Context: an optimization exercise on an open-source flow, tuned for small area, a short achievable clock period and few clock cycles per item. The choices shown serve that exercise and are no tape-out recipe.
The RTL was checked by simulation tests, not by an equivalence proof against the original design.

==> flow/design.v, too long to show whole: its modules and the start of the top module <==
// module sfl_frame_check: 159 lines
module sfl_frame_check (
    input  wire         clk,
    input  wire         rst,             
    input  wire         start,           
    input  wire [383:0] frame,           
    input  wire [31:0]  cid,
    input  wire [1:0]   conn_state,      
    input  wire [15:0]  last_seq,        
    input  wire [15:0]  connect_seq,     
    output wire         ready,
    output reg          done,
    output wire         accept,
    output wire         ok_a,
    output wire         ok_b,
    output reg          hdr_ok,
    output reg          seq_ok,
    output wire         restart,
    output wire [7:0]   lost,
    output wire [3:0]   conn,
    output wire [7:0]   kind,
    output wire [15:0]  seq,
    output wire [15:0]  echo
);
  // ...
==> flow/flow/run.sh <==
#!/bin/bash
set -euo pipefail
MARGIN="${FLOW_SETUP_MARGIN:-5}"
bash standard.sh finish \
  "BUFFER_PORTS_ARGS=-buffer_cell sky130_fd_sc_hd__buf_1" \
  "SETUP_SLACK_MARGIN=${MARGIN}" > flow_make.log 2>&1
==> flow/standard.sh <==
#!/bin/bash
# synth_recipe.tcl (not shown) runs the flow's synth.tcl, then flattens the netlist and writes it again
# the make line also repeats each setting of config.mk as NAME=value (left out here)
make -C /OpenROAD-flow-scripts/flow DESIGN_CONFIG=/design/flow/config.mk WORK_HOME=/design/flow/orfs CLKGATE_MAP_FILE= SYNTH_SCRIPT=/design/flow/synth_recipe.tcl "${@:-finish}"
==> flow/config.mk <==
export PLATFORM = sky130hd
export DESIGN_NAME = sfl_frame_check
export DESIGN_NICKNAME = sfl_frame_check
export VERILOG_FILES = /design/flow/design.v
export SDC_FILE = /design/flow/constraint.sdc
export NUM_CORES = 4
export LEC_CHECK = 0
export CAP_MARGIN = 20
export CORE_MARGIN = 2
export CORE_UTILIZATION = 30
export SLEW_MARGIN = 20
export TNS_END_PERCENT = 0
==> flow/constraint.sdc <==
create_clock -name core_clock -period 10.0 [get_ports {clk}]
set_input_delay 2.0000 -clock core_clock [delete_from_list [all_inputs] [get_ports {clk}]]
set_output_delay 2.0000 -clock core_clock [all_outputs]
set_load 0.01 [all_outputs]
==> results by group, run 1 <==
Status
  – Status: timing/DRC/antenna clean

Worst setup path
  – Worst reg2reg path depth: 10
  – Crit-path most repeated cell: xnor2_1
  – CP Depth: 10
  – Crit-path slowest cell: xnor2_1

Synthesis
  – Synth cell count leaders: xnor2_1 (1565), xor2_1 (390), a222oi_1 (116)
  – Async set-reset flop share out of synthesis: 0%
  – Compound-Gate Fraction of Synth Area: 9.00%
  – Ys flop type: dfxtp_1
  – Cells after synthesis: 2846
  – Post-synthesis adder-cell area fraction: 0.843%
  – Post-Synth XOR/XNOR Area: 73.2%

Timing
  – # setup viols final: 0
  – Final setup skew: around 27 ps
  – Slew Viols, Final: 0
  – Final min period: 5630 ps
  – Slew headroom: 12.3%

Clock network
  – CTS Buffer Depth: 2
  – Clk slew on worst S/H paths: approximately 80 ps
  – Worst-skew pair later-pin latency: 440 ps

Finish
  – Post-route insts no fill: between 4000 and 5000
  – ClkCell Share: 1.04%
  – Inverters: 26
  – Fin util: 35.7%

Global routing
  – Vias in the first global route: roughly 25000
  – Largest net degree at the start of global routing: roughly 140
  – GR peak layer: met2

Drt
  – Met3 wire length: 23100 um
  – DR DRC count: 0
  – Vias: 25900

Floorplan
  – Num tapcells: 1070

Hold path
  – Worst Hold Class: flip-flop to flip-flop
Testbench counts, summed over its fixed seeds: cycles 16,000, frames 3,200.
==> run 2: changes to the inputs <==
==> flow/design.v (replaced) <==
module sfl_frame_check (
    input  wire         clk,
    input  wire         rst,             
    input  wire         start,           
    input  wire [383:0] frame,           
    input  wire [31:0]  cid,
    input  wire [1:0]   conn_state,      
    input  wire [15:0]  last_seq,        
    input  wire [15:0]  connect_seq,     
    output wire         ready,
    output reg          done,
    output wire         accept,
    output wire         ok_a,
    output wire         ok_b,
    output reg          hdr_ok,
    output reg          seq_ok,
    output wire         restart,
    output wire [7:0]   lost,
    output wire [3:0]   conn,
    output wire [7:0]   kind,
    output wire [15:0]  seq,
    output wire [15:0]  echo
);
    localparam [31:0] RES_A = 32'hB798B438;
    localparam [31:0] RES_B = 32'h0843323B;
    wire [7:0]  f_b0      = frame[7:0];
    wire [7:0]  f_kind    = frame[15:8];
    wire [15:0] f_seq     = frame[31:16];
    wire [15:0] f_echo    = frame[47:32];
    wire [7:0]  f_plen    = frame[55:48];
    wire [7:0]  f_flags   = frame[63:56];
    wire [31:0] f_resv    = frame[319:288];
    wire        f_connect = f_flags[0];
    reg  [2:0] ph;
    wire       busy = |ph;
    assign ready = !busy;
    always @(posedge clk) begin
        if (rst) begin
            ph   <= 0;
            done <= 1'b0;
        end else begin
            ph   <= {ph, start && !busy};
            done <= ph[2];
        end
    end
    wire [128-1:0] ca = ({128{ph[0]}} & {frame[95:0], ~cid[31:0]}) |
                     ({128{ph[1]}} & frame[223:96]) |
                     ({128{ph[2]}} & frame[351:224]);
    wire [128-1:0] cb = ({128{ph[0]}} & {frame[95:0], ~cid[31:0]}) |
                     ({128{ph[1]}} & frame[223:96]) |
                     ({128{ph[2]}} & {frame[383:352], frame[319:224]});
    reg  [31:0] crc_a, crc_b;
    wire [31:0] sx_a = (crc_a & {32{!ph[0]}}) ^ ca[31:0];
    wire [31:0] sx_b = (crc_b & {32{!ph[0]}}) ^ cb[31:0];
    wire [31:0] upd_a, upd_b;
    wire [606:0] xt;
    assign xt[0] = ca[40] ^ ca[42];
    assign xt[1] = ca[78] ^ ca[82];
    assign xt[2] = ca[53] ^ ca[76];
    assign xt[3] = ca[48] ^ ca[50];
    assign xt[4] = ca[60] ^ ca[77];
    assign xt[5] = ca[41] ^ ca[83];
    assign xt[6] = ca[45] ^ ca[65];
    assign xt[7] = ca[64] ^ ca[93];
    assign xt[8] = ca[46] ^ ca[56];
    assign xt[9] = ca[74] ^ ca[92];
    assign xt[10] = ca[35] ^ ca[80];
    assign xt[11] = ca[47] ^ ca[49];
    assign xt[12] = ca[54] ^ ca[75];
    assign xt[13] = ca[55] ^ ca[58];
    assign xt[14] = ca[44] ^ ca[57];
    assign xt[15] = ca[52] ^ ca[59];
    assign xt[16] = ca[62] ^ ca[81];
    assign xt[17] = ca[68] ^ ca[79];
    assign xt[18] = ca[38] ^ ca[43];
    assign xt[19] = ca[51] ^ ca[94];
    assign xt[20] = ca[89] ^ ca[95];
    assign xt[21] = ca[61] ^ ca[72];
    assign xt[22] = ca[119] ^ sx_a[10];
    assign xt[23] = ca[32] ^ ca[34];
    assign xt[24] = ca[33] ^ ca[37];
    assign xt[25] = ca[73] ^ ca[91];
    assign xt[26] = cb[106] ^ sx_b[28];
    assign xt[27] = cb[107] ^ sx_b[29];
    assign xt[28] = ca[102] ^ ca[111];
    assign xt[29] = ca[36] ^ ca[70];
    assign xt[30] = ca[63] ^ ca[86];
    assign xt[31] = cb[125] ^ sx_b[20];
    assign xt[32] = cb[126] ^ sx_b[21];
    assign xt[33] = cb[127] ^ sx_b[22];
    assign xt[34] = ca[71] ^ xt[0];
    assign xt[35] = ca[87] ^ xt[2];
    assign xt[36] = cb[105] ^ sx_b[27];
    assign xt[37] = cb[122] ^ sx_b[17];
    assign xt[38] = cb[123] ^ sx_b[18];
    assign xt[39] = cb[124] ^ sx_b[19];
    assign xt[40] = ca[105] ^ sx_a[22];
    assign xt[41] = ca[106] ^ sx_a[14];
    assign xt[42] = ca[110] ^ sx_a[27];
    assign xt[43] = ca[116] ^ ca[97];
    assign xt[44] = ca[121] ^ ca[98];
    assign xt[45] = ca[39] ^ ca[67];
    assign xt[46] = ca[66] ^ ca[85];
    assign xt[47] = ca[69] ^ ca[88];
    assign xt[48] = cb[110] ^ sx_b[30];
    assign xt[49] = cb[121] ^ sx_b[16];
    assign xt[50] = sx_b[26] ^ sx_b[2];
    assign xt[51] = ca[100] ^ ca[109];
    assign xt[52] = ca[115] ^ ca[96];
    assign xt[53] = ca[117] ^ ca[118];
    assign xt[54] = ca[122] ^ sx_a[8];
    assign xt[55] = ca[99] ^ sx_a[0];
    assign xt[56] = cb[115] ^ sx_b[31];
    assign xt[57] = cb[118] ^ sx_b[13];
    assign xt[58] = cb[119] ^ sx_b[14];
    assign xt[59] = cb[120] ^ sx_b[15];
    assign xt[60] = sx_a[1] ^ sx_a[3];
    assign xt[61] = sx_a[19] ^ xt[28];
    assign xt[62] = ca[103] ^ ca[112];
    assign xt[63] = ca[104] ^ ca[113];
    assign xt[64] = ca[124] ^ sx_a[23];
    assign xt[65] = ca[84] ^ ca[90];
    assign xt[66] = cb[101] ^ sx_b[12];
    assign xt[67] = cb[102] ^ sx_b[3];
    assign xt[68] = cb[108] ^ sx_b[5];
    assign xt[69] = cb[109] ^ sx_b[0];
    assign xt[70] = ca[125] ^ xt[1];
    assign xt[71] = ca[101] ^ sx_a[2];
    assign xt[72] = ca[107] ^ ca[123];
    assign xt[73] = ca[108] ^ sx_a[25];
    assign xt[74] = ca[114] ^ sx_a[6];
    assign xt[75] = ca[120] ^ sx_a[11];
    assign xt[76] = ca[126] ^ ca[127];
    assign xt[77] = cb[100] ^ cb[103];
    assign xt[78] = sx_a[13] ^ sx_a[9];
    assign xt[79] = sx_a[18] ^ sx_a[7];
    assign xt[80] = sx_a[29] ^ sx_a[4];
    assign xt[81] = sx_a[30] ^ sx_a[5];
    assign xt[82] = sx_b[10] ^ sx_b[1];
    assign xt[83] = sx_b[11] ^ sx_b[4];
    assign xt[84] = ca[79] ^ xt[8];
    assign xt[85] = xt[10] ^ xt[9];
    assign xt[86] = xt[11] ^ xt[6];
    assign xt[87] = xt[22] ^ xt[42];
    assign xt[88] = xt[3] ^ xt[7];
    assign xt[89] = sx_a[20] ^ sx_a[26];
    assign xt[90] = cb[116] ^ xt[26];
    assign xt[91] = cb[117] ^ xt[27];
    assign xt[92] = sx_b[6] ^ xt[5];
    assign xt[93] = sx_b[8] ^ xt[48];
    assign xt[94] = xt[31] ^ xt[32];
    assign xt[95] = cb[104] ^ sx_b[9];
    assign xt[96] = cb[111] ^ sx_b[7];
    assign xt[97] = sx_a[12] ^ sx_a[16];
    assign xt[98] = sx_a[15] ^ sx_a[17];
    assign xt[99] = ca[46] ^ xt[4];
    assign xt[100] = ca[85] ^ xt[17];
    assign xt[101] = cb[98] ^ xt[33];
    assign xt[102] = sx_a[21] ^ xt[19];
    assign xt[103] = xt[1] ^ xt[24];
    assign xt[104] = xt[12] ^ xt[13];
    assign xt[105] = xt[15] ^ xt[29];
    assign xt[106] = xt[16] ^ xt[21];
    assign xt[107] = xt[36] ^ xt[38];
    assign xt[108] = xt[49] ^ xt[58];
    assign xt[109] = ca[41] ^ ca[66];
    assign xt[110] = ca[66] ^ cb[113];
    assign xt[111] = cb[112] ^ cb[114];
    assign xt[112] = ca[32] ^ xt[20];
    assign xt[113] = ca[33] ^ xt[14];
    assign xt[114] = ca[36] ^ xt[23];
    assign xt[115] = ca[39] ^ xt[39];
    assign xt[116] = ca[40] ^ xt[60];
    assign xt[117] = ca[52] ^ xt[18];
    assign xt[118] = ca[61] ^ xt[55];
    assign xt[119] = ca[90] ^ xt[4];
    assign xt[120] = cb[96] ^ xt[37];
    assign xt[121] = cb[97] ^ xt[69];
    assign xt[122] = sx_a[24] ^ xt[44];
    assign xt[123] = sx_a[28] ^ xt[54];
    assign xt[124] = sx_b[25] ^ xt[56];
    assign xt[125] = xt[40] ^ xt[43];
    assign xt[126] = ca[34] ^ ca[53];
    assign xt[127] = ca[37] ^ ca[82];
    assign xt[128] = ca[45] ^ ca[55];
    assign xt[129] = ca[54] ^ ca[59];
    assign xt[130] = ca[76] ^ ca[87];
    assign xt[131] = ca[88] ^ ca[94];
    assign xt[132] = ca[119] ^ xt[73];
    assign xt[133] = ca[39] ^ xt[78];
    assign xt[134] = ca[44] ^ xt[47];
    assign xt[135] = ca[48] ^ xt[13];
    assign xt[136] = ca[62] ^ xt[76];
    assign xt[137] = ca[67] ^ xt[50];
    assign xt[138] = ca[75] ^ xt[6];
    assign xt[139] = ca[78] ^ xt[45];
    assign xt[140] = cb[99] ^ xt[57];
    assign xt[141] = sx_a[31] ^ xt[41];
    assign xt[142] = xt[10] ^ xt[95];
    assign xt[143] = xt[17] ^ xt[5];
    assign xt[144] = xt[30] ^ xt[71];
    assign xt[145] = xt[51] ^ xt[65];
    assign xt[146] = xt[52] ^ xt[53];
    assign xt[147] = xt[59] ^ xt[82];
    assign xt[148] = ca[47] ^ xt[70];
    assign xt[149] = ca[56] ^ xt[34];
    assign xt[150] = ca[69] ^ xt[35];
    assign xt[151] = xt[61] ^ xt[64];
    assign xt[152] = ca[32] ^ ca[77];
    assign xt[153] = ca[35] ^ ca[74];
    assign xt[154] = ca[51] ^ ca[70];
    assign xt[155] = ca[57] ^ ca[80];
    assign xt[156] = ca[63] ^ ca[71];
    assign xt[157] = ca[81] ^ ca[84];
    assign xt[158] = ca[91] ^ sx_a[14];
    assign xt[159] = ca[38] ^ xt[16];
    assign xt[160] = ca[42] ^ xt[97];
    assign xt[161] = ca[43] ^ xt[0];
    assign xt[162] = ca[43] ^ xt[7];
    assign xt[163] = ca[58] ^ xt[62];
    assign xt[164] = ca[60] ^ xt[67];
    assign xt[165] = ca[72] ^ xt[68];
    assign xt[166] = ca[73] ^ xt[13];
    assign xt[167] = ca[80] ^ xt[46];
    assign xt[168] = ca[93] ^ xt[3];
    assign xt[169] = sx_b[23] ^ xt[23];
    assign xt[170] = sx_b[24] ^ xt[66];
    assign xt[171] = xt[25] ^ xt[3];
    assign xt[172] = xt[63] ^ xt[72];
    assign xt[173] = xt[74] ^ xt[89];
    assign xt[174] = xt[8] ^ xt[83];
    assign xt[175] = ca[49] ^ xt[85];
    assign xt[176] = ca[69] ^ xt[99];
    assign xt[177] = ca[99] ^ xt[102];
    assign xt[178] = ca[125] ^ ca[65];
    assign xt[179] = ca[127] ^ sx_a[23];
    assign xt[180] = ca[44] ^ cb[109];
    assign xt[181] = ca[50] ^ ca[67];
    assign xt[182] = ca[59] ^ ca[82];
    assign xt[183] = ca[64] ^ ca[76];
    assign xt[184] = ca[64] ^ ca[86];
    assign xt[185] = ca[77] ^ ca[95];
    assign xt[186] = ca[81] ^ ca[92];
    assign xt[187] = cb[100] ^ sx_b[9];
    assign xt[188] = cb[99] ^ sx_b[6];
    assign xt[189] = sx_b[1] ^ sx_b[7];
    assign xt[190] = ca[101] ^ xt[79];
    assign xt[191] = ca[103] ^ xt[20];
    assign xt[192] = ca[113] ^ xt[80];
    assign xt[193] = ca[121] ^ xt[15];
    assign xt[194] = ca[35] ^ xt[20];
    assign xt[195] = ca[50] ^ xt[9];
    assign xt[196] = ca[51] ^ xt[54];
    assign xt[197] = ca[65] ^ xt[33];
    assign xt[198] = cb[117] ^ xt[77];
    assign xt[199] = sx_a[12] ^ xt[98];
    assign xt[200] = sx_a[15] ^ xt[75];
    assign xt[201] = sx_a[17] ^ xt[81];
    assign xt[202] = sx_a[27] ^ xt[12];
    assign xt[203] = sx_b[12] ^ xt[37];
    assign xt[204] = sx_b[31] ^ xt[110];
    assign xt[205] = sx_b[8] ^ xt[67];
    assign xt[206] = xt[19] ^ xt[2];
    assign xt[207] = ca[33] ^ xt[124];
    assign xt[208] = ca[34] ^ xt[100];
    assign xt[209] = ca[45] ^ xt[87];
    assign xt[210] = ca[53] ^ xt[86];
    assign xt[211] = ca[68] ^ xt[92];
    assign xt[212] = cb[113] ^ xt[93];
    assign xt[213] = cb[97] ^ xt[107];
    assign xt[214] = sx_a[11] ^ xt[132];
    assign xt[215] = sx_a[21] ^ xt[119];
    assign xt[216] = sx_b[11] ^ xt[115];
    assign xt[217] = xt[103] ^ xt[91];
    assign xt[218] = xt[108] ^ xt[90];
    assign xt[219] = xt[113] ^ xt[84];
    assign xt[220] = xt[116] ^ xt[123];
    assign xt[221] = xt[122] ^ xt[18];
    assign xt[222] = xt[125] ^ xt[14];
    assign xt[223] = xt[133] ^ xt[61];
    assign xt[224] = xt[137] ^ xt[39];
    assign xt[225] = xt[146] ^ xt[35];
    assign xt[226] = sx_a[18] ^ xt[177];
    assign xt[227] = xt[111] ^ xt[150];
    assign xt[228] = ca[100] ^ sx_a[4];
    assign xt[229] = ca[102] ^ sx_a[19];
    assign xt[230] = ca[104] ^ ca[122];
    assign xt[231] = ca[105] ^ ca[123];
    assign xt[232] = ca[106] ^ sx_a[31];
    assign xt[233] = ca[109] ^ sx_a[31];
    assign xt[234] = ca[117] ^ ca[123];
    assign xt[235] = ca[118] ^ ca[56];
    assign xt[236] = ca[120] ^ ca[63];
    assign xt[237] = ca[124] ^ ca[71];
    assign xt[238] = ca[36] ^ ca[42];
    assign xt[239] = ca[38] ^ cb[96];
    assign xt[240] = ca[40] ^ ca[49];
    assign xt[241] = ca[41] ^ ca[98];
    assign xt[242] = ca[47] ^ sx_b[2];
    assign xt[243] = ca[51] ^ ca[92];
    assign xt[244] = ca[52] ^ ca[84];
    assign xt[245] = ca[54] ^ sx_b[13];
    assign xt[246] = ca[55] ^ ca[68];
    assign xt[247] = ca[58] ^ ca[61];
    assign xt[248] = ca[64] ^ ca[75];
    assign xt[249] = ca[80] ^ ca[96];
    assign xt[250] = ca[86] ^ sx_b[14];
    assign xt[251] = ca[88] ^ sx_a[24];
    assign xt[252] = ca[89] ^ ca[93];
    assign xt[253] = ca[90] ^ cb[114];
    assign xt[254] = ca[95] ^ sx_b[15];
    assign xt[255] = cb[101] ^ cb[116];
    assign xt[256] = cb[102] ^ cb[115];
    assign xt[257] = cb[107] ^ sx_b[3];
    assign xt[258] = cb[112] ^ cb[98];
    assign xt[259] = sx_a[16] ^ sx_a[20];
    assign xt[260] = sx_b[26] ^ sx_b[4];
    assign xt[261] = ca[102] ^ xt[62];
    assign xt[262] = ca[107] ^ xt[43];
    assign xt[263] = ca[108] ^ xt[25];
    assign xt[264] = ca[114] ^ xt[41];
    assign xt[265] = ca[126] ^ xt[40];
    assign xt[266] = ca[48] ^ xt[72];
    assign xt[267] = ca[55] ^ xt[60];
    assign xt[268] = ca[57] ^ xt[46];
    assign xt[269] = ca[62] ^ xt[19];
    assign xt[270] = ca[75] ^ xt[186];
    assign xt[271] = ca[83] ^ xt[25];
    assign xt[272] = ca[86] ^ xt[10];
    assign xt[273] = ca[90] ^ xt[153];
    assign xt[274] = ca[94] ^ xt[47];
    assign xt[275] = cb[101] ^ xt[96];
    assign xt[276] = cb[103] ^ xt[83];
    assign xt[277] = cb[106] ^ xt[50];
    assign xt[278] = cb[108] ^ xt[21];
    assign xt[279] = cb[111] ^ xt[56];
    assign xt[280] = cb[120] ^ xt[128];
    assign xt[281] = cb[121] ^ xt[7];
    assign xt[282] = cb[99] ^ xt[27];
    assign xt[283] = sx_a[13] ^ xt[79];
    assign xt[284] = sx_a[1] ^ xt[53];
    assign xt[285] = sx_a[26] ^ xt[11];
    assign xt[286] = sx_a[2] ^ xt[109];
    assign xt[287] = sx_a[3] ^ xt[22];
    assign xt[288] = sx_a[5] ^ xt[63];
    assign xt[289] = sx_a[6] ^ xt[14];
    assign xt[290] = sx_a[8] ^ xt[184];
    assign xt[291] = sx_a[9] ^ xt[6];
    assign xt[292] = sx_b[0] ^ xt[11];
    assign xt[293] = sx_b[10] ^ xt[96];
    assign xt[294] = sx_b[18] ^ xt[36];
    assign xt[295] = sx_b[20] ^ xt[26];
    assign xt[296] = sx_b[23] ^ xt[245];
    assign xt[297] = sx_b[27] ^ xt[127];
    assign xt[298] = xt[1] ^ xt[16];
    assign xt[299] = xt[12] ^ xt[66];
    assign xt[300] = xt[129] ^ xt[24];
    assign xt[301] = xt[188] ^ xt[26];
    assign xt[302] = xt[2] ^ xt[4];
    assign xt[303] = xt[25] ^ xt[45];
    assign xt[304] = xt[30] ^ xt[38];
    assign xt[305] = xt[30] ^ xt[65];
    assign xt[306] = xt[4] ^ xt[64];
    assign xt[307] = xt[41] ^ xt[71];
    assign xt[308] = xt[44] ^ xt[73];
    assign xt[309] = xt[50] ^ xt[68];
    assign xt[310] = xt[51] ^ xt[75];
    assign xt[311] = xt[69] ^ xt[82];
    assign xt[312] = ca[112] ^ xt[194];
    assign xt[313] = ca[122] ^ xt[102];
    assign xt[314] = ca[60] ^ xt[88];
    assign xt[315] = ca[82] ^ xt[86];
    assign xt[316] = ca[93] ^ xt[163];
    assign xt[317] = cb[100] ^ xt[147];
    assign xt[318] = cb[110] ^ xt[142];
    assign xt[319] = sx_a[7] ^ xt[112];
    assign xt[320] = sx_a[9] ^ xt[144];
    assign xt[321] = sx_b[21] ^ xt[92];
    assign xt[322] = sx_b[22] ^ xt[94];
    assign xt[323] = xt[101] ^ xt[165];
    assign xt[324] = xt[101] ^ xt[169];
    assign xt[325] = xt[108] ^ xt[17];
    assign xt[326] = xt[114] ^ xt[120];
    assign xt[327] = xt[118] ^ xt[160];
    assign xt[328] = xt[121] ^ xt[34];
    assign xt[329] = xt[130] ^ xt[173];
    assign xt[330] = xt[134] ^ xt[202];
    assign xt[331] = xt[136] ^ xt[263];
    assign xt[332] = xt[140] ^ xt[164];
    assign xt[333] = xt[145] ^ xt[52];
    assign xt[334] = xt[158] ^ xt[190];
    assign xt[335] = xt[178] ^ xt[201];
    assign xt[336] = xt[203] ^ xt[77];
    assign xt[337] = xt[32] ^ xt[91];
    assign xt[338] = ca[126] ^ xt[209];
    assign xt[339] = ca[87] ^ xt[151];
    assign xt[340] = sx_a[28] ^ xt[148];
    assign xt[341] = xt[149] ^ xt[198];
    assign xt[342] = xt[175] ^ xt[176];
    assign xt[343] = xt[220] ^ xt[88];
    assign xt[344] = ca[110] ^ ca[47];
    assign xt[345] = ca[114] ^ ca[115];
    assign xt[346] = ca[116] ^ ca[85];
    assign xt[347] = ca[118] ^ sx_a[10];
    assign xt[348] = ca[127] ^ ca[81];
    assign xt[349] = ca[32] ^ ca[44];
    assign xt[350] = ca[35] ^ ca[42];
    assign xt[351] = ca[36] ^ sx_a[20];
    assign xt[352] = ca[37] ^ ca[40];
    assign xt[353] = ca[41] ^ ca[79];
    assign xt[354] = ca[46] ^ ca[67];
    assign xt[355] = ca[46] ^ cb[108];
    assign xt[356] = ca[51] ^ sx_b[17];
    assign xt[357] = ca[53] ^ ca[88];
    assign xt[358] = ca[57] ^ sx_a[7];
    assign xt[359] = ca[58] ^ ca[76];
    assign xt[360] = ca[60] ^ sx_a[28];
    assign xt[361] = ca[61] ^ ca[89];
    assign xt[362] = ca[63] ^ ca[77];
    assign xt[363] = ca[63] ^ sx_b[16];
    assign xt[364] = ca[68] ^ sx_b[6];
    assign xt[365] = ca[73] ^ cb[119];
    assign xt[366] = ca[79] ^ sx_b[24];
    assign xt[367] = ca[83] ^ ca[84];
    assign xt[368] = ca[83] ^ sx_b[30];
    assign xt[369] = ca[85] ^ sx_b[29];
    assign xt[370] = ca[91] ^ ca[95];
    assign xt[371] = cb[103] ^ sx_b[26];
    assign xt[372] = cb[114] ^ sx_b[28];
    assign xt[373] = cb[116] ^ sx_b[4];
    assign xt[374] = cb[124] ^ sx_b[1];
    assign xt[375] = sx_b[19] ^ sx_b[25];
    assign xt[376] = ca[111] ^ xt[24];
    assign xt[377] = ca[116] ^ xt[89];
    assign xt[378] = ca[124] ^ xt[182];
    assign xt[379] = ca[125] ^ xt[98];
    assign xt[380] = ca[33] ^ xt[18];
    assign xt[381] = ca[37] ^ xt[157];
    assign xt[382] = ca[38] ^ xt[78];
    assign xt[383] = ca[39] ^ xt[23];
    assign xt[384] = ca[43] ^ xt[49];
    assign xt[385] = ca[50] ^ xt[5];
    assign xt[386] = ca[53] ^ xt[228];
    assign xt[387] = ca[54] ^ xt[9];
    assign xt[388] = ca[56] ^ xt[231];
    assign xt[389] = ca[59] ^ xt[5];
    assign xt[390] = ca[61] ^ xt[152];
    assign xt[391] = ca[65] ^ xt[239];
    assign xt[392] = ca[69] ^ xt[189];
    assign xt[393] = ca[70] ^ xt[0];
    assign xt[394] = ca[74] ^ xt[126];
    assign xt[395] = ca[81] ^ xt[152];
    assign xt[396] = ca[81] ^ xt[240];
    assign xt[397] = ca[91] ^ xt[37];
    assign xt[398] = ca[92] ^ xt[29];
    assign xt[399] = ca[95] ^ xt[179];
    assign xt[400] = ca[97] ^ xt[15];
    assign xt[401] = cb[102] ^ xt[33];
    assign xt[402] = cb[104] ^ xt[255];
    assign xt[403] = cb[105] ^ xt[247];
    assign xt[404] = cb[109] ^ xt[27];
    assign xt[405] = cb[112] ^ xt[15];
    assign xt[406] = cb[113] ^ xt[254];
    assign xt[407] = cb[118] ^ xt[32];
    assign xt[408] = cb[122] ^ xt[155];
    assign xt[409] = cb[125] ^ xt[14];
    assign xt[410] = cb[126] ^ xt[31];
    assign xt[411] = cb[127] ^ xt[258];
    assign xt[412] = cb[98] ^ xt[39];
    assign xt[413] = sx_a[0] ^ xt[21];
    assign xt[414] = sx_a[0] ^ xt[232];
    assign xt[415] = sx_a[12] ^ xt[76];
    assign xt[416] = sx_a[14] ^ xt[233];
    assign xt[417] = sx_a[22] ^ xt[237];
    assign xt[418] = sx_a[22] ^ xt[43];
    assign xt[419] = sx_a[23] ^ xt[21];
    assign xt[420] = sx_a[24] ^ xt[22];
    assign xt[421] = sx_a[25] ^ xt[126];
    assign xt[422] = sx_a[29] ^ xt[40];
    assign xt[423] = sx_a[2] ^ xt[249];
    assign xt[424] = sx_a[30] ^ xt[235];
    assign xt[425] = sx_a[3] ^ xt[181];
    assign xt[426] = sx_a[6] ^ xt[75];
    assign xt[427] = sx_b[0] ^ xt[68];
    assign xt[428] = sx_b[13] ^ xt[180];
    assign xt[429] = sx_b[14] ^ xt[59];
    assign xt[430] = sx_b[15] ^ xt[250];
    assign xt[431] = sx_b[16] ^ xt[244];
    assign xt[432] = sx_b[17] ^ xt[154];
    assign xt[433] = sx_b[22] ^ xt[48];
    assign xt[434] = sx_b[24] ^ xt[189];
    assign xt[435] = sx_b[30] ^ xt[14];
    assign xt[436] = sx_b[3] ^ xt[185];
    assign xt[437] = sx_b[4] ^ xt[59];
    assign xt[438] = sx_b[5] ^ xt[1];
    assign xt[439] = sx_b[7] ^ xt[58];
    assign xt[440] = sx_b[9] ^ xt[18];
    assign xt[441] = xt[109] ^ xt[131];
    assign xt[442] = xt[109] ^ xt[157];
    assign xt[443] = xt[11] ^ xt[356];
    assign xt[444] = xt[11] ^ xt[52];
    assign xt[445] = xt[110] ^ xt[187];
    assign xt[446] = xt[111] ^ xt[20];
    assign xt[447] = xt[12] ^ xt[80];
    assign xt[448] = xt[129] ^ xt[55];
    assign xt[449] = xt[130] ^ xt[65];
    assign xt[450] = xt[15] ^ xt[31];
    assign xt[451] = xt[229] ^ xt[74];
    assign xt[452] = xt[24] ^ xt[3];
    assign xt[453] = xt[241] ^ xt[81];
    assign xt[454] = xt[242] ^ xt[57];
    assign xt[455] = xt[246] ^ xt[30];
    assign xt[456] = xt[251] ^ xt[80];
    assign xt[457] = xt[260] ^ xt[38];
    assign xt[458] = xt[28] ^ xt[46];
    assign xt[459] = xt[29] ^ xt[6];
    assign xt[460] = xt[36] ^ xt[66];
    assign xt[461] = xt[373] ^ xt[7];
    assign xt[462] = xt[374] ^ xt[8];
    assign xt[463] = xt[42] ^ xt[8];
    assign xt[464] = xt[81] ^ xt[97];
    assign xt[465] = ca[120] ^ xt[196];
    assign xt[466] = ca[34] ^ xt[135];
    assign xt[467] = ca[37] ^ xt[141];
    assign xt[468] = ca[43] ^ xt[118];
    assign xt[469] = ca[45] ^ xt[104];
    assign xt[470] = ca[57] ^ xt[120];
    assign xt[471] = ca[67] ^ xt[138];
    assign xt[472] = ca[70] ^ xt[135];
    assign xt[473] = ca[71] ^ xt[281];
    assign xt[474] = ca[72] ^ xt[113];
    assign xt[475] = ca[77] ^ xt[278];
    assign xt[476] = ca[78] ^ xt[272];
    assign xt[477] = ca[89] ^ xt[301];
    assign xt[478] = ca[90] ^ xt[206];
    assign xt[479] = ca[96] ^ xt[125];
    assign xt[480] = cb[106] ^ xt[107];
    assign xt[481] = cb[107] ^ xt[197];
    assign xt[482] = cb[115] ^ xt[143];
    assign xt[483] = cb[117] ^ xt[168];
    assign xt[484] = cb[123] ^ xt[93];
    assign xt[485] = cb[125] ^ xt[90];
    assign xt[486] = cb[96] ^ xt[105];
    assign xt[487] = cb[97] ^ xt[165];
    assign xt[488] = sx_a[1] ^ xt[167];
    assign xt[489] = sx_a[21] ^ xt[122];
    assign xt[490] = sx_a[5] ^ xt[70];
    assign xt[491] = sx_a[8] ^ xt[199];
    assign xt[492] = sx_b[12] ^ xt[112];
    assign xt[493] = sx_b[19] ^ xt[174];
    assign xt[494] = sx_b[21] ^ xt[142];
    assign xt[495] = sx_b[30] ^ xt[170];
    assign xt[496] = sx_b[31] ^ xt[104];
    assign xt[497] = xt[0] ^ xt[295];
    assign xt[498] = xt[100] ^ xt[116];
    assign xt[499] = xt[100] ^ xt[159];
    assign xt[500] = xt[101] ^ xt[77];
    assign xt[501] = xt[103] ^ xt[118];
    assign xt[502] = xt[105] ^ xt[12];
    assign xt[503] = xt[105] ^ xt[162];
    assign xt[504] = xt[106] ^ xt[145];
    assign xt[505] = xt[106] ^ xt[277];
    assign xt[506] = xt[114] ^ xt[172];
    assign xt[507] = xt[115] ^ xt[204];
    assign xt[508] = xt[117] ^ xt[139];
    assign xt[509] = xt[117] ^ xt[171];
    assign xt[510] = xt[121] ^ xt[276];
    assign xt[511] = xt[123] ^ xt[264];
    assign xt[512] = xt[124] ^ xt[140];
    assign xt[513] = xt[127] ^ xt[88];
    assign xt[514] = xt[131] ^ xt[262];
    assign xt[515] = xt[132] ^ xt[284];
    assign xt[516] = xt[134] ^ xt[27];
    assign xt[517] = xt[135] ^ xt[440];
    assign xt[518] = xt[136] ^ xt[81];
    assign xt[519] = xt[138] ^ xt[290];
    assign xt[520] = xt[139] ^ xt[160];
    assign xt[521] = xt[144] ^ xt[386];
    assign xt[522] = xt[146] ^ xt[63];
    assign xt[523] = xt[156] ^ xt[174];
    assign xt[524] = xt[159] ^ xt[394];
    assign xt[525] = xt[16] ^ xt[87];
    assign xt[526] = xt[161] ^ xt[435];
    assign xt[527] = xt[161] ^ xt[79];
    assign xt[528] = xt[162] ^ xt[442];
    assign xt[529] = xt[163] ^ xt[200];
    assign xt[530] = xt[166] ^ xt[18];
    assign xt[531] = xt[168] ^ xt[270];
    assign xt[532] = xt[17] ^ xt[261];
    assign xt[533] = xt[170] ^ xt[59];
    assign xt[534] = xt[172] ^ xt[87];
    assign xt[535] = xt[173] ^ xt[44];
    assign xt[536] = xt[183] ^ xt[289];
    assign xt[537] = xt[183] ^ xt[94];
    assign xt[538] = xt[191] ^ xt[345];
    assign xt[539] = xt[195] ^ xt[256];
    assign xt[540] = xt[196] ^ xt[234];
    assign xt[541] = xt[200] ^ xt[53];
    assign xt[542] = xt[205] ^ xt[299];
    assign xt[543] = xt[206] ^ xt[403];
    assign xt[544] = xt[21] ^ xt[300];
    assign xt[545] = xt[236] ^ xt[85];
    assign xt[546] = xt[238] ^ xt[84];
    assign xt[547] = xt[252] ^ xt[34];
    assign xt[548] = xt[253] ^ xt[35];
    assign xt[549] = xt[267] ^ xt[423];
    assign xt[550] = xt[275] ^ xt[410];
    assign xt[551] = xt[280] ^ xt[292];
    assign xt[552] = xt[283] ^ xt[286];
    assign xt[553] = xt[291] ^ xt[422];
    assign xt[554] = xt[293] ^ xt[461];
    assign xt[555] = xt[297] ^ xt[404];
    assign xt[556] = xt[308] ^ xt[7];
    assign xt[557] = xt[348] ^ xt[421];
    assign xt[558] = xt[357] ^ xt[409];
    assign xt[559] = xt[426] ^ xt[84];
    assign xt[560] = xt[464] ^ xt[85];
    assign xt[561] = xt[61] ^ xt[62];
    assign xt[562] = xt[9] ^ xt[94];
    assign xt[563] = ca[107] ^ xt[148];
    assign xt[564] = ca[117] ^ xt[330];
    assign xt[565] = ca[73] ^ xt[318];
    assign xt[566] = cb[111] ^ xt[218];
    assign xt[567] = xt[103] ^ xt[216];
    assign xt[568] = xt[106] ^ xt[217];
    assign xt[569] = xt[117] ^ xt[208];
    assign xt[570] = xt[141] ^ xt[214];
    assign xt[571] = xt[141] ^ xt[316];
    assign xt[572] = xt[143] ^ xt[331];
    assign xt[573] = xt[143] ^ xt[333];
    assign xt[574] = xt[147] ^ xt[207];
    assign xt[575] = xt[156] ^ xt[319];
    assign xt[576] = xt[19] ^ xt[210];
    assign xt[577] = xt[199] ^ xt[225];
    assign xt[578] = xt[207] ^ xt[364];
    assign xt[579] = xt[211] ^ xt[439];
    assign xt[580] = xt[212] ^ xt[279];
    assign xt[581] = xt[213] ^ xt[326];
    assign xt[582] = xt[219] ^ xt[271];
    assign xt[583] = xt[221] ^ xt[312];
    assign xt[584] = xt[221] ^ xt[491];
    assign xt[585] = xt[222] ^ xt[223];
    assign xt[586] = xt[223] ^ xt[358];
    assign xt[587] = xt[224] ^ xt[268];
    assign xt[588] = xt[265] ^ xt[329];
    assign xt[589] = xt[287] ^ xt[472];
    assign xt[590] = xt[306] ^ xt[335];
    assign xt[591] = xt[309] ^ xt[317];
    assign xt[592] = xt[313] ^ xt[488];
    assign xt[593] = xt[315] ^ xt[369];
    assign xt[594] = xt[320] ^ xt[447];
    assign xt[595] = xt[321] ^ xt[433];
    assign xt[596] = xt[322] ^ xt[487];
    assign xt[597] = xt[327] ^ xt[347];
    assign xt[598] = xt[332] ^ xt[548];
    assign xt[599] = xt[337] ^ xt[93];
    assign xt[600] = xt[416] ^ xt[519];
    assign xt[601] = xt[466] ^ xt[520];
    assign xt[602] = xt[515] ^ xt[55];
    assign xt[603] = xt[556] ^ xt[70];
    assign xt[604] = xt[104] ^ xt[340];
    assign xt[605] = xt[215] ^ xt[338];
    assign xt[606] = xt[341] ^ xt[57];
    assign upd_a[0] = (((xt[525] ^ xt[529]) ^ (((ca[75] ^ sx_a[18]) ^ xt[122]) ^ (xt[378] ^ xt[458]))) ^ ((((xt[158] ^ xt[351]) ^ (xt[5] ^ xt[72])) ^ xt[342]) ^ (xt[343] ^ (xt[222] ^ xt[521]))));
    assign upd_a[1] = ((((xt[288] ^ xt[381]) ^ (xt[389] ^ xt[398])) ^ ((xt[425] ^ xt[86]) ^ ((ca[106] ^ xt[130]) ^ (xt[234] ^ xt[360])))) ^ ((xt[594] ^ xt[603]) ^ ((xt[151] ^ xt[313]) ^ (xt[327] ^ xt[529]))));
    assign upd_a[2] = ((((xt[193] ^ xt[267]) ^ (xt[269] ^ xt[456])) ^ ((xt[99] ^ (sx_a[13] ^ xt[18])) ^ ((xt[237] ^ xt[367]) ^ (xt[46] ^ xt[51])))) ^ ((xt[588] ^ xt[597]) ^ ((xt[335] ^ xt[513]) ^ (xt[532] ^ ((ca[122] ^ ca[95]) ^ xt[172])))));
    assign upd_a[3] = ((((xt[191] ^ xt[283]) ^ (xt[388] ^ xt[413])) ^ ((xt[444] ^ (xt[367] ^ xt[42])) ^ xt[570])) ^ ((xt[590] ^ xt[592]) ^ (((xt[63] ^ xt[74]) ^ xt[508]) ^ (xt[521] ^ (xt[134] ^ xt[136])))));
    assign upd_a[4] = (((xt[535] ^ (xt[303] ^ xt[414])) ^ ((xt[415] ^ (sx_a[4] ^ xt[230])) ^ xt[342])) ^ ((xt[573] ^ (((ca[61] ^ ca[87]) ^ (sx_a[11] ^ sx_a[19])) ^ xt[209])) ^ ((xt[316] ^ xt[319]) ^ (xt[490] ^ xt[502]))));
    assign upd_a[5] = (((xt[552] ^ ((sx_a[14] ^ sx_a[15]) ^ xt[288])) ^ ((xt[305] ^ xt[415]) ^ (xt[417] ^ xt[444]))) ^ ((((xt[131] ^ xt[152]) ^ (xt[228] ^ xt[350])) ^ xt[589]) ^ ((xt[489] ^ xt[501]) ^ (xt[532] ^ xt[536]))));
    assign upd_a[6] = (((xt[557] ^ ((ca[72] ^ ca[93]) ^ xt[34])) ^ (((xt[259] ^ xt[30]) ^ (xt[360] ^ xt[55])) ^ xt[339])) ^ ((xt[583] ^ ((xt[74] ^ xt[9]) ^ xt[219])) ^ ((xt[471] ^ xt[490]) ^ (xt[534] ^ xt[552]))));
    assign upd_a[7] = ((((xt[379] ^ xt[418]) ^ (xt[448] ^ xt[451])) ^ xt[605]) ^ ((((xt[45] ^ xt[52]) ^ (xt[72] ^ xt[9])) ^ (xt[208] ^ xt[527])) ^ (((xt[106] ^ xt[144]) ^ (xt[171] ^ xt[192])) ^ ((xt[274] ^ xt[285]) ^ (xt[308] ^ xt[35])))));
    assign upd_a[8] = ((((xt[455] ^ xt[99]) ^ ((sx_a[16] ^ xt[1]) ^ (xt[154] ^ xt[79]))) ^ (xt[339] ^ xt[343])) ^ ((xt[564] ^ (xt[175] ^ xt[331])) ^ ((xt[468] ^ xt[538]) ^ ((xt[89] ^ xt[310]) ^ (xt[418] ^ xt[453])))));
    assign upd_a[9] = (((((xt[158] ^ xt[230]) ^ (xt[233] ^ xt[361])) ^ xt[226]) ^ (xt[563] ^ xt[577])) ^ ((xt[589] ^ (xt[151] ^ xt[553])) ^ ((xt[559] ^ ((ca[127] ^ ca[88]) ^ xt[119])) ^ ((xt[268] ^ xt[272]) ^ (xt[34] ^ xt[400])))));
    assign upd_a[10] = (((((ca[85] ^ sx_a[13]) ^ xt[162]) ^ (xt[273] ^ xt[307])) ^ ((xt[413] ^ xt[424]) ^ ((xt[181] ^ xt[97]) ^ ((ca[108] ^ ca[126]) ^ (ca[52] ^ ca[79]))))) ^ ((xt[339] ^ xt[563]) ^ (xt[575] ^ (xt[220] ^ xt[330]))));
    assign upd_a[11] = (((xt[478] ^ xt[549]) ^ (((sx_a[0] ^ sx_a[20]) ^ xt[261]) ^ (xt[266] ^ xt[379]))) ^ (((xt[456] ^ (sx_a[28] ^ xt[29])) ^ xt[572]) ^ (xt[600] ^ ((xt[78] ^ (ca[119] ^ ca[89])) ^ xt[474]))));
    assign upd_a[12] = ((((xt[145] ^ xt[202]) ^ (xt[35] ^ (ca[86] ^ xt[127]))) ^ (((xt[14] ^ xt[15]) ^ (xt[259] ^ xt[28])) ^ ((xt[346] ^ xt[5]) ^ xt[149]))) ^ (((xt[214] ^ xt[312]) ^ (xt[314] ^ xt[489])) ^ ((xt[506] ^ xt[518]) ^ (xt[553] ^ ((ca[101] ^ ca[73]) ^ xt[123])))));
    assign upd_a[13] = ((((xt[88] ^ (xt[0] ^ xt[179])) ^ xt[226]) ^ (xt[564] ^ xt[570])) ^ ((xt[584] ^ ((xt[182] ^ (ca[92] ^ sx_a[30])) ^ xt[329])) ^ ((xt[504] ^ xt[549]) ^ ((xt[192] ^ xt[262]) ^ (xt[291] ^ xt[376])))));
    assign upd_a[14] = ((((xt[105] ^ xt[284]) ^ (xt[377] ^ xt[388])) ^ (((ca[40] ^ xt[2]) ^ (xt[23] ^ xt[3])) ^ xt[586])) ^ ((xt[600] ^ ((xt[47] ^ (ca[121] ^ ca[124])) ^ xt[177])) ^ ((xt[214] ^ xt[530]) ^ (xt[538] ^ xt[560]))));
    assign upd_a[15] = ((((xt[377] ^ xt[396]) ^ (xt[417] ^ xt[87])) ^ (((ca[104] ^ xt[153]) ^ (xt[178] ^ xt[24])) ^ xt[571])) ^ ((xt[577] ^ ((xt[51] ^ xt[8]) ^ xt[215])) ^ ((xt[465] ^ xt[502]) ^ ((xt[112] ^ xt[133]) ^ (xt[286] ^ xt[289])))));
    assign upd_a[16] = ((xt[604] ^ xt[605]) ^ (((xt[334] ^ xt[479]) ^ (xt[506] ^ xt[541])) ^ (((xt[193] ^ xt[34]) ^ (xt[376] ^ xt[382])) ^ ((xt[419] ^ xt[425]) ^ (xt[441] ^ (xt[2] ^ (ca[57] ^ sx_a[16])))))));
    assign upd_a[17] = (((xt[544] ^ (xt[98] ^ xt[302])) ^ (((ca[97] ^ xt[22]) ^ (xt[243] ^ xt[40])) ^ ((xt[53] ^ xt[75]) ^ (xt[8] ^ xt[80])))) ^ ((xt[572] ^ xt[583]) ^ (xt[601] ^ (xt[151] ^ xt[511]))));
    assign upd_a[18] = ((xt[604] ^ ((xt[458] ^ xt[463]) ^ xt[573])) ^ ((xt[597] ^ ((xt[60] ^ xt[64]) ^ xt[509])) ^ ((xt[557] ^ (xt[125] ^ xt[133])) ^ ((xt[192] ^ xt[201]) ^ (xt[290] ^ xt[307])))));
    assign upd_a[19] = (((((ca[121] ^ ca[47]) ^ (ca[50] ^ sx_a[27])) ^ xt[528]) ^ (xt[540] ^ xt[546])) ^ (((xt[104] ^ xt[414]) ^ ((sx_a[29] ^ xt[236]) ^ (xt[45] ^ xt[78]))) ^ (xt[588] ^ xt[590])));
    assign upd_a[20] = (((xt[536] ^ ((sx_a[27] ^ sx_a[9]) ^ xt[193])) ^ ((xt[266] ^ xt[390]) ^ (xt[424] ^ (xt[246] ^ xt[251])))) ^ ((((xt[64] ^ xt[76]) ^ ((ca[115] ^ ca[65]) ^ (ca[67] ^ sx_a[10]))) ^ xt[340]) ^ (xt[592] ^ (xt[467] ^ xt[527]))));
    assign upd_a[21] = (((xt[545] ^ xt[561]) ^ ((xt[112] ^ xt[138]) ^ (xt[380] ^ xt[400]))) ^ (((xt[463] ^ (sx_a[31] ^ xt[181])) ^ ((xt[351] ^ xt[76]) ^ (xt[80] ^ (ca[100] ^ ca[105])))) ^ (xt[603] ^ (xt[334] ^ xt[498]))));
    assign upd_a[22] = (((xt[534] ^ ((sx_a[19] ^ sx_a[24]) ^ xt[273])) ^ ((xt[285] ^ xt[310]) ^ (xt[378] ^ xt[383]))) ^ (((xt[452] ^ (xt[359] ^ xt[362])) ^ xt[226]) ^ (((xt[41] ^ (ca[65] ^ ca[91])) ^ xt[479]) ^ (xt[498] ^ xt[518]))));
    assign upd_a[23] = ((xt[571] ^ (xt[524] ^ xt[540])) ^ ((((sx_a[12] ^ sx_a[18]) ^ xt[113]) ^ (xt[399] ^ xt[420])) ^ ((xt[451] ^ xt[70]) ^ ((xt[346] ^ xt[60]) ^ (xt[73] ^ (ca[46] ^ ca[52]))))));
    assign upd_a[24] = ((((xt[114] ^ xt[167]) ^ (xt[285] ^ xt[387])) ^ (((xt[16] ^ xt[353]) ^ (xt[44] ^ xt[51])) ^ xt[338])) ^ ((xt[343] ^ xt[585]) ^ ((((ca[112] ^ ca[52]) ^ (ca[94] ^ sx_a[25])) ^ xt[176]) ^ (xt[334] ^ xt[522]))));
    assign upd_a[25] = ((((xt[89] ^ xt[192]) ^ (xt[393] ^ xt[399])) ^ ((xt[87] ^ (xt[10] ^ xt[13])) ^ ((xt[231] ^ xt[241]) ^ (xt[354] ^ xt[43])))) ^ ((xt[576] ^ (xt[320] ^ xt[501])) ^ ((xt[511] ^ xt[531]) ^ (xt[541] ^ xt[561]))));
    assign upd_a[26] = (((xt[560] ^ (xt[54] ^ xt[264])) ^ (((ca[58] ^ xt[344]) ^ (xt[370] ^ xt[4])) ^ xt[226])) ^ ((xt[569] ^ xt[594]) ^ ((xt[149] ^ xt[150]) ^ (xt[222] ^ xt[522]))));
    assign upd_a[27] = (((xt[476] ^ xt[503]) ^ ((xt[98] ^ xt[266]) ^ (xt[287] ^ xt[419]))) ^ (((xt[453] ^ (ca[100] ^ xt[185])) ^ ((xt[186] ^ xt[232]) ^ (xt[47] ^ xt[74]))) ^ (xt[585] ^ (xt[225] ^ xt[469]))));
    assign upd_a[28] = (((xt[559] ^ ((ca[98] ^ sx_a[4]) ^ xt[166])) ^ ((xt[190] ^ xt[298]) ^ (xt[306] ^ xt[420]))) ^ (((xt[448] ^ xt[459]) ^ ((xt[259] ^ xt[349]) ^ (xt[62] ^ (ca[108] ^ ca[49])))) ^ ((xt[225] ^ xt[467]) ^ (xt[514] ^ xt[547]))));
    assign upd_a[29] = ((((xt[288] ^ xt[310]) ^ (xt[385] ^ xt[84])) ^ (((xt[128] ^ xt[155]) ^ (xt[229] ^ (ca[66] ^ ca[74]))) ^ xt[575])) ^ ((xt[584] ^ xt[602]) ^ ((xt[148] ^ xt[215]) ^ (xt[514] ^ xt[544]))));
    assign upd_a[30] = (((xt[535] ^ ((ca[60] ^ sx_a[18]) ^ xt[191])) ^ ((xt[265] ^ xt[382]) ^ ((xt[248] ^ xt[249]) ^ (xt[344] ^ xt[71])))) ^ ((xt[582] ^ xt[601]) ^ (xt[602] ^ (xt[465] ^ xt[504]))));
    assign upd_a[31] = (((xt[545] ^ (xt[116] ^ xt[193])) ^ ((xt[307] ^ (xt[179] ^ xt[230])) ^ ((xt[235] ^ xt[25]) ^ (xt[359] ^ (ca[123] ^ ca[48]))))) ^ ((xt[586] ^ (((ca[97] ^ sx_a[17]) ^ (sx_a[21] ^ sx_a[26])) ^ xt[208])) ^ ((xt[315] ^ xt[333]) ^ (xt[468] ^ xt[525]))));
    assign upd_b[0] = (((xt[543] ^ xt[562]) ^ (((cb[104] ^ sx_b[10]) ^ xt[114]) ^ (xt[296] ^ xt[309]))) ^ (((xt[86] ^ (sx_b[25] ^ xt[1])) ^ ((xt[155] ^ xt[256]) ^ (xt[4] ^ (ca[40] ^ ca[71])))) ^ (xt[566] ^ (xt[336] ^ xt[528]))));
    assign upd_b[1] = ((((xt[104] ^ xt[168]) ^ (xt[197] ^ xt[402])) ^ ((xt[405] ^ xt[428]) ^ (xt[429] ^ xt[436]))) ^ (((xt[92] ^ (xt[32] ^ xt[350])) ^ ((xt[354] ^ xt[366]) ^ (xt[37] ^ xt[371]))) ^ (xt[568] ^ ((xt[46] ^ (ca[94] ^ sx_b[11])) ^ xt[480]))));
    assign upd_b[2] = ((((xt[304] ^ xt[390]) ^ (xt[406] ^ (sx_b[5] ^ xt[129]))) ^ xt[606]) ^ ((((xt[48] ^ (cb[119] ^ sx_b[27])) ^ xt[224]) ^ (xt[470] ^ xt[481])) ^ ((xt[482] ^ xt[554]) ^ (xt[562] ^ (xt[159] ^ xt[166])))));
    assign upd_b[3] = ((xt[606] ^ (xt[227] ^ xt[578])) ^ ((xt[581] ^ ((xt[33] ^ xt[362]) ^ xt[216])) ^ ((xt[505] ^ xt[542]) ^ (xt[551] ^ ((ca[59] ^ cb[121]) ^ (sx_b[10] ^ xt[243]))))));
    assign upd_b[4] = ((((xt[275] ^ xt[407]) ^ (xt[412] ^ xt[427])) ^ ((xt[431] ^ xt[445]) ^ (xt[452] ^ xt[85]))) ^ ((((sx_b[2] ^ xt[257]) ^ (xt[29] ^ xt[47])) ^ xt[576]) ^ (((xt[82] ^ (sx_b[17] ^ sx_b[25])) ^ xt[213]) ^ (xt[523] ^ (xt[106] ^ xt[166])))));
    assign upd_b[5] = (((xt[524] ^ xt[542]) ^ ((xt[365] ^ xt[105]) ^ (xt[301] ^ xt[311]))) ^ (((xt[443] ^ xt[446]) ^ xt[587]) ^ (((sx_b[18] ^ xt[31]) ^ xt[323]) ^ (xt[513] ^ xt[523]))));
    assign upd_b[6] = ((((xt[280] ^ xt[282]) ^ (xt[294] ^ xt[305])) ^ ((xt[311] ^ (xt[110] ^ xt[352])) ^ ((xt[375] ^ xt[83]) ^ (xt[96] ^ (sx_b[26] ^ sx_b[3]))))) ^ ((xt[565] ^ (xt[211] ^ xt[218])) ^ ((xt[326] ^ xt[475]) ^ (xt[508] ^ xt[531]))));
    assign upd_b[7] = ((((xt[203] ^ xt[281]) ^ (xt[303] ^ xt[93])) ^ (((xt[153] ^ xt[180]) ^ (xt[19] ^ xt[96])) ^ xt[227])) ^ ((xt[591] ^ (((ca[36] ^ ca[41]) ^ (ca[49] ^ ca[84])) ^ xt[213])) ^ ((xt[217] ^ xt[493]) ^ (xt[497] ^ xt[499]))));
    assign upd_b[8] = ((((xt[408] ^ xt[436]) ^ (xt[454] ^ xt[459])) ^ (((sx_b[9] ^ xt[258]) ^ (xt[49] ^ xt[68])) ^ xt[569])) ^ ((xt[580] ^ (xt[216] ^ xt[321])) ^ ((xt[497] ^ xt[555]) ^ ((xt[195] ^ xt[274]) ^ (xt[299] ^ xt[304])))));
    assign upd_b[9] = ((((xt[381] ^ xt[428]) ^ ((sx_b[28] ^ xt[154]) ^ (xt[31] ^ xt[355]))) ^ (xt[227] ^ xt[595])) ^ ((((xt[58] ^ xt[67]) ^ xt[476]) ^ (xt[492] ^ xt[507])) ^ ((xt[517] ^ xt[554]) ^ (((ca[75] ^ cb[123]) ^ xt[120]) ^ (xt[282] ^ xt[34])))));
    assign upd_b[10] = ((((xt[449] ^ (cb[124] ^ xt[111])) ^ ((xt[131] ^ xt[180]) ^ (xt[353] ^ xt[38]))) ^ (xt[341] ^ xt[593])) ^ ((xt[596] ^ ((xt[45] ^ xt[56]) ^ xt[212])) ^ ((xt[486] ^ (xt[83] ^ xt[293])) ^ ((xt[296] ^ xt[380]) ^ (xt[395] ^ xt[429])))));
    assign upd_b[11] = ((((xt[407] ^ xt[430]) ^ (xt[446] ^ xt[99])) ^ (((sx_b[5] ^ xt[128]) ^ (xt[95] ^ (ca[72] ^ cb[116]))) ^ xt[567])) ^ ((xt[580] ^ (xt[211] ^ xt[324])) ^ ((xt[328] ^ xt[558]) ^ ((xt[167] ^ xt[170]) ^ (xt[171] ^ xt[384])))));
    assign upd_b[12] = ((((xt[137] ^ xt[198]) ^ (xt[204] ^ xt[391])) ^ ((xt[430] ^ xt[434]) ^ xt[227])) ^ ((xt[565] ^ ((xt[238] ^ (ca[82] ^ ca[83])) ^ xt[219])) ^ ((xt[323] ^ xt[473]) ^ (xt[477] ^ ((ca[94] ^ sx_b[21]) ^ xt[119])))));
    assign upd_b[13] = (((xt[555] ^ ((ca[88] ^ ca[92]) ^ xt[303])) ^ ((xt[406] ^ xt[432]) ^ (xt[90] ^ (sx_b[8] ^ xt[240])))) ^ ((xt[579] ^ xt[596]) ^ (xt[598] ^ ((xt[371] ^ xt[66]) ^ xt[473]))));
    assign upd_b[14] = ((((xt[274] ^ xt[296]) ^ (xt[391] ^ xt[431])) ^ ((xt[437] ^ (sx_b[27] ^ xt[25])) ^ ((xt[372] ^ xt[69]) ^ (xt[95] ^ (cb[122] ^ sx_b[18]))))) ^ ((xt[579] ^ xt[599]) ^ ((xt[475] ^ xt[500]) ^ (xt[539] ^ xt[547]))));
    assign upd_b[15] = ((((xt[140] ^ xt[383]) ^ (xt[392] ^ xt[401])) ^ ((xt[408] ^ (xt[187] ^ xt[20])) ^ xt[593])) ^ ((((xt[29] ^ xt[365]) ^ xt[328]) ^ (xt[484] ^ xt[496])) ^ ((xt[505] ^ xt[533]) ^ (xt[537] ^ (xt[375] ^ xt[119])))));
    assign upd_b[16] = ((((xt[56] ^ xt[142]) ^ (xt[269] ^ xt[271])) ^ ((xt[300] ^ xt[305]) ^ (xt[398] ^ xt[460]))) ^ (((xt[462] ^ (xt[126] ^ xt[257])) ^ (xt[314] ^ xt[323])) ^ ((xt[470] ^ xt[484]) ^ (xt[485] ^ xt[551]))));
    assign upd_b[17] = (((xt[494] ^ xt[509]) ^ ((xt[121] ^ xt[124]) ^ (xt[35] ^ xt[438]))) ^ (((xt[457] ^ xt[462]) ^ (xt[91] ^ (xt[128] ^ xt[185]))) ^ (((xt[188] ^ xt[352]) ^ (xt[363] ^ xt[46])) ^ ((xt[58] ^ (ca[41] ^ sx_b[20])) ^ xt[336]))));
    assign upd_b[18] = (((xt[558] ^ (xt[107] ^ xt[139])) ^ ((xt[387] ^ xt[395]) ^ (xt[402] ^ xt[412]))) ^ (((xt[443] ^ (sx_b[7] ^ xt[184])) ^ xt[591]) ^ (xt[595] ^ ((xt[239] ^ xt[57]) ^ xt[546]))));
    assign upd_b[19] = (((xt[496] ^ xt[550]) ^ ((xt[121] ^ xt[161]) ^ (xt[205] ^ xt[294]))) ^ ((((sx_b[23] ^ xt[155]) ^ (xt[242] ^ xt[244])) ^ xt[567]) ^ (((xt[6] ^ (ca[87] ^ sx_b[22])) ^ xt[325]) ^ (xt[477] ^ xt[483]))));
    assign upd_b[20] = (((((cb[110] ^ cb[118]) ^ xt[167]) ^ (xt[169] ^ xt[205])) ^ ((xt[389] ^ xt[396]) ^ (xt[411] ^ xt[434]))) ^ (((xt[437] ^ xt[84]) ^ (xt[94] ^ (sx_b[19] ^ xt[26]))) ^ ((xt[336] ^ xt[478]) ^ (xt[516] ^ xt[517]))));
    assign upd_b[21] = (((((ca[33] ^ ca[44]) ^ xt[139]) ^ (xt[169] ^ xt[194])) ^ ((xt[197] ^ xt[282]) ^ (xt[397] ^ xt[445]))) ^ (((xt[457] ^ (sx_b[8] ^ xt[250])) ^ (xt[149] ^ xt[485])) ^ ((xt[495] ^ xt[503]) ^ (xt[539] ^ xt[543]))));
    assign upd_b[22] = (((xt[495] ^ ((ca[58] ^ ca[74]) ^ xt[107])) ^ ((xt[120] ^ xt[279]) ^ (xt[292] ^ xt[449]))) ^ (((xt[450] ^ (xt[248] ^ xt[254])) ^ xt[568]) ^ (((xt[349] ^ xt[372]) ^ xt[224]) ^ (xt[325] ^ xt[494]))));
    assign upd_b[23] = (((xt[499] ^ ((cb[112] ^ sx_b[29]) ^ xt[138])) ^ ((xt[171] ^ xt[302]) ^ (xt[90] ^ (xt[182] ^ xt[363])))) ^ ((((xt[368] ^ xt[39]) ^ (xt[47] ^ xt[57])) ^ xt[574]) ^ (xt[581] ^ ((xt[67] ^ (ca[80] ^ cb[108])) ^ xt[322]))));
    assign upd_b[24] = (((xt[507] ^ xt[510]) ^ (xt[537] ^ (xt[50] ^ xt[304]))) ^ (((xt[432] ^ (ca[54] ^ xt[157])) ^ xt[342]) ^ (((xt[361] ^ xt[368]) ^ xt[217]) ^ (xt[218] ^ xt[324]))));
    assign upd_b[25] = ((((xt[385] ^ xt[91]) ^ xt[566]) ^ (xt[574] ^ xt[587])) ^ ((xt[598] ^ ((xt[366] ^ xt[48]) ^ xt[175])) ^ ((xt[469] ^ xt[500]) ^ (((ca[70] ^ sx_b[0]) ^ xt[117]) ^ (xt[269] ^ xt[294])))));
    assign upd_b[26] = (((xt[493] ^ xt[526]) ^ ((xt[147] ^ xt[195]) ^ (xt[405] ^ xt[438]))) ^ (((xt[441] ^ xt[455]) ^ (xt[460] ^ xt[86])) ^ (((sx_b[31] ^ xt[248]) ^ (xt[370] ^ xt[45])) ^ (xt[332] ^ xt[337]))));
    assign upd_b[27] = (((xt[526] ^ (xt[174] ^ xt[204])) ^ ((xt[295] ^ xt[401]) ^ (xt[427] ^ xt[454]))) ^ (((xt[92] ^ (cb[96] ^ xt[243])) ^ ((xt[247] ^ xt[77]) ^ xt[150])) ^ ((xt[314] ^ xt[325]) ^ (xt[471] ^ xt[492]))));
    assign upd_b[28] = (((xt[550] ^ ((ca[48] ^ ca[64]) ^ xt[137])) ^ ((xt[164] ^ xt[298]) ^ (xt[90] ^ (cb[105] ^ xt[126])))) ^ ((((xt[253] ^ xt[355]) ^ (xt[49] ^ xt[9])) ^ xt[578]) ^ ((xt[317] ^ xt[328]) ^ (xt[486] ^ xt[516]))));
    assign upd_b[29] = ((((xt[164] ^ xt[277]) ^ (xt[278] ^ xt[297])) ^ ((xt[384] ^ xt[392]) ^ (xt[397] ^ xt[411]))) ^ ((((xt[12] ^ xt[156]) ^ (xt[23] ^ xt[252])) ^ xt[599]) ^ (((xt[255] ^ (ca[35] ^ ca[70])) ^ xt[210]) ^ (xt[482] ^ xt[510]))));
    assign upd_b[30] = ((((xt[298] ^ xt[311]) ^ (xt[94] ^ (xt[0] ^ xt[154]))) ^ (((xt[187] ^ xt[257]) ^ (xt[260] ^ xt[5])) ^ (xt[176] ^ xt[210]))) ^ (((xt[212] ^ xt[324]) ^ (xt[474] ^ xt[480])) ^ ((xt[483] ^ xt[512]) ^ (xt[530] ^ (xt[108] ^ xt[273])))));
    assign upd_b[31] = (((xt[533] ^ (xt[115] ^ xt[270])) ^ ((xt[276] ^ xt[302]) ^ (xt[393] ^ xt[450]))) ^ (((xt[88] ^ (xt[36] ^ xt[49])) ^ xt[582]) ^ ((((ca[63] ^ cb[102]) ^ (cb[114] ^ sx_b[1])) ^ xt[318]) ^ (xt[481] ^ xt[512]))));
    always @(posedge clk) begin
        crc_a <= upd_a;
        crc_b <= upd_b;
    end
    assign ok_a = (crc_a == RES_A);
    assign ok_b = (crc_b == RES_B);
    reg pad_ok;
    integer p;
    always @* begin
        pad_ok = 1'b1;
        for (p = 0; p < 24; p = p + 1)
            if (p >= f_plen && frame[64 + 8*p +: 8] != 8'h00)
                pad_ok = 1'b0;
    end
    wire kind_ok   = (f_kind == 8'h81) || (f_kind == 8'h00 && f_plen == 8'd4);
    wire hdr_check = (f_b0[7:4] == 4'h1) && kind_ok && (f_plen <= 8'd24) &&
                     (f_flags[7:2] == 6'd0) && f_flags[1] && pad_ok && (f_resv == 32'd0);
    wire [15:0] dm1    = f_seq + ~last_seq;       
    wire        in_win = (dm1[15:8] == 8'd0);      
    wire seq_check = (conn_state == 2'd1) ? (f_connect && (f_echo == connect_seq)) :
                     (conn_state == 2'd2) ? (f_connect || in_win) : 1'b0;
    wire lost_on   = (conn_state == 2'd2) && !f_connect && in_win;
    reg       pass_r, restart_r;
    reg [7:0] lost_r;
    always @(posedge clk) begin
        hdr_ok    <= hdr_check;
        seq_ok    <= seq_check;
        pass_r    <= hdr_check && seq_check;
        restart_r <= hdr_check && seq_check && f_connect;
        lost_r    <= (hdr_check && lost_on) ? dm1[7:0] : 8'd0;
    end
    wire crc_ok = ok_a && ok_b;
    assign accept  = crc_ok && pass_r;
    assign restart = crc_ok && restart_r;
    assign lost    = {8{crc_ok}} & lost_r;
    assign conn    = f_b0[3:0];
    assign kind    = f_kind;
    assign seq     = f_seq;
    assign echo    = f_echo;
endmodule
==> flow/flow/run.sh (replaced) <==
#!/bin/bash
set -euo pipefail
bash standard.sh finish \
  "BUFFER_PORTS_ARGS=-buffer_cell sky130_fd_sc_hd__buf_2" \
  "SETUP_SLACK_MARGIN=7" > flow_make.log 2>&1
==> run 2 against run 1 <==
Net effect: sequential cell count stayed put; still clean; core utilization is 8.0 points higher; largest cell class unchanged; hold slack better by 43 ps; first-iteration DRC count is 22% lower; routed wire length is 7.2% lower; global-route usage is 2.6 points higher; highest routed layer unchanged; synthesized cell count is 9.6% lower; clock skew is 13 ps lower.
==> results by group, run 2 <==
Status
  – Status: timing/DRC/antenna clean (unchanged)

Worst setup path
  – CP endpoint kind: flip-flop (unchanged)
  – Crit-path slowest cell: a222oi_1 (was xnor2_1)
  – Critical Path RT: 10330 ps (was 10300 ps)
  – Worst Path Arrival: 5090 ps (was 5930 ps)
  – Crit-path most repeated cell: xnor2_1 (unchanged)
  – Critical-path cell list: buf_2, a222oi_1, buf_4, xnor2_4, xor2_1, xnor2_1, xnor2_1, xor2_1, xnor2_1, xnor2_1, xnor2_1 (was buf_1, a222oi_1, buf_4, xor2_1, xnor2_1, xnor2_1, xnor2_1, xor2_1, xnor2_1, xnor2_1)

Synthesis
  – Post-Synth XOR/XNOR Area: 71.1% (was 73.2%)
  – Async set-reset flop share out of synthesis: 0% (unchanged)
  – Synth cell count leaders: xnor2_1 (1403), xor2_1 (342), dfxtp_1 (80) (was xnor2_1 (1565), xor2_1 (390), a222oi_1 (116))
  – Compound-Gate Fraction of Synth Area: 9.85% (was 9.00%)
  – Cells after synthesis: 2574 (was 2846)
  – Post-synthesis adder-cell area fraction: 0.954% (was 0.843%)
  – Ys flop type: dfxtp_1 (unchanged)

Global routing
  – Largest net degree at the start of global routing: 128 (was 139)
  – Vias in the first global route: 23600 (was 24700)

Placement
  – DP Wirelength: 168000 um (was 181000 um)

Job
  – Max-cap violation count: 0 (unchanged)

Timing
  – # setup viols final: 0 (unchanged)
  – Slew Viols, Final: 0 (unchanged)
  – Final min period: 4760 ps (was 5630 ps)
  – Final setup skew: 13.7 ps (was 26.9 ps)

Clock network
  – CTS Buffer Depth: 2 (unchanged)
  – Clk slew on worst S/H paths: 90 ps (was 80 ps)
  – Worst-skew pair later-pin latency: 400 ps (was 440 ps)

Hold path
  – Worst Hold Class: flip-flop to flip-flop (unchanged)

Drt
  – DR DRC count: 0 (unchanged)
  – Vias: 24700 (was 25900)

Floorplan
  – # rows: 98 (was 105)

Finish
  – Largest regs: crc_a (32), crc_b (32), lost_r (8) (unchanged)
  – Fill cell count: 7319 (was 8864)
run 2: cell types whose count changed after synthesis, moves of 12 or more:
cell / delta
xnor2_1: -162
nor2_1: +12
a222oi_1: -52
xor2_1: -48
xnor3_1: -31
a22o_1: +27
nor2b_1: +15
a21oi_1: +41
buf_2: -24
run 2: kinds of logic (layout without fill, tap and decap cells):
kind of cell | count (synthesis) | after routing
xor+xnor | 1757 | 1757
compound gates | 299 | 299
simple gates | 239 | 239
buf+inv | 183 | 862
flops | 80 | 80
fa+ha+maj | 16 | 16
other cells | 0 | 13
run 2: worst paths after layout:
path              startpoint        end  depth (start not counted)
setup / recovery  frame[159]   crc_b[6]                         11
hold / removal         ph[1]      ph[2]                          1
setup reg to reg       ph[1]  crc_a[11]                         11
hold reg to reg        ph[1]      ph[2]                          1
run 2: timing repair:
action | in CTS | in global routing
resized for setup | 305 | 172
hold buffers | 0 | 0
pin swaps | 37 | 44
setup endpoints to repair | 134 | 134
buffers inserted | 53 | 68
run 2: final cells by class:
| type | instances | area [um2] | area share [%] |
|---|---|---|---|
| antenna | 13 | 32.5 | 0.104 |
| timing repair buffer | 824 | 5330 | 17.0 |
| clock inverter | 6 | 51.3 | 0.164 |
| inverter | 22 | 98.8 | 0.315 |
| clock buffer | 10 | 239 | 0.763 |
| multi-input combinational | 2311 | 22800 | 72.7 |
| tap | 950 | 1190 | 3.79 |
| sequential | 80 | 1610 | 5.15 |
run 2: layer usage:
metal  routed length, um  share of wire, %  vias up  track usage, %
met3               24500                13      576            16.0
met4               20000                10        8            41.2
met2               76900                40     2212            71.6
met5                  52             0.027        -               0
li1                    -                 -     9786               -
met1               71700                37    12100            61.8
run 2: metrics by stage:
step | hold slack, ps | utilization [%] | cells
3_3_place_gp | 694 | 36.8 | 4064
6_report | 703 | 43.7 | 4216
4_1_cts | 711 | 41.2 | 4135
3_5_place_dp | 694 | 36.9 | 4066
2_1_floorplan | 986 | - | 2574
5_1_grt | 726 | 43.7 | 4209
Testbench counts of run 2, summed over its fixed seeds: cycles 16,000, frames 3,200.

[what the ideal ports hide]
How much do the figures lean on ideal ports? The routed layouts below were timed once more, with nothing changed but the port constraints. Step 1 assumes that a clkbuf_16 drives the clock port and a buf_2 every other input. Step 2 adds t to the input delays and takes it off the output delays; t is the mean of the earliest and latest rising clock arrival at the registers after step 1. Input paths then give back, and output paths get back, about the clock's delay inside the block. Slacks: no drivers / after step 1 / after step 2; pairs: no drivers / after step 1.
| run | t, ns | setup WS [ns] | worst register clock-pin slew, ns |
|---|---|---|---|
| run 1 | 0.489 | 4.370 / 4.410 / 3.921 | 0.10 / 0.10 |
| run 2 | 0.465 | 5.237 / 5.230 / 4.797 | 0.09 / 0.09 |
After both steps every run listed still meets setup and hold. For run 1, which loses most, drivers alone change the setup slack by +0.040 ns; drivers and shift together by -0.449 ns.
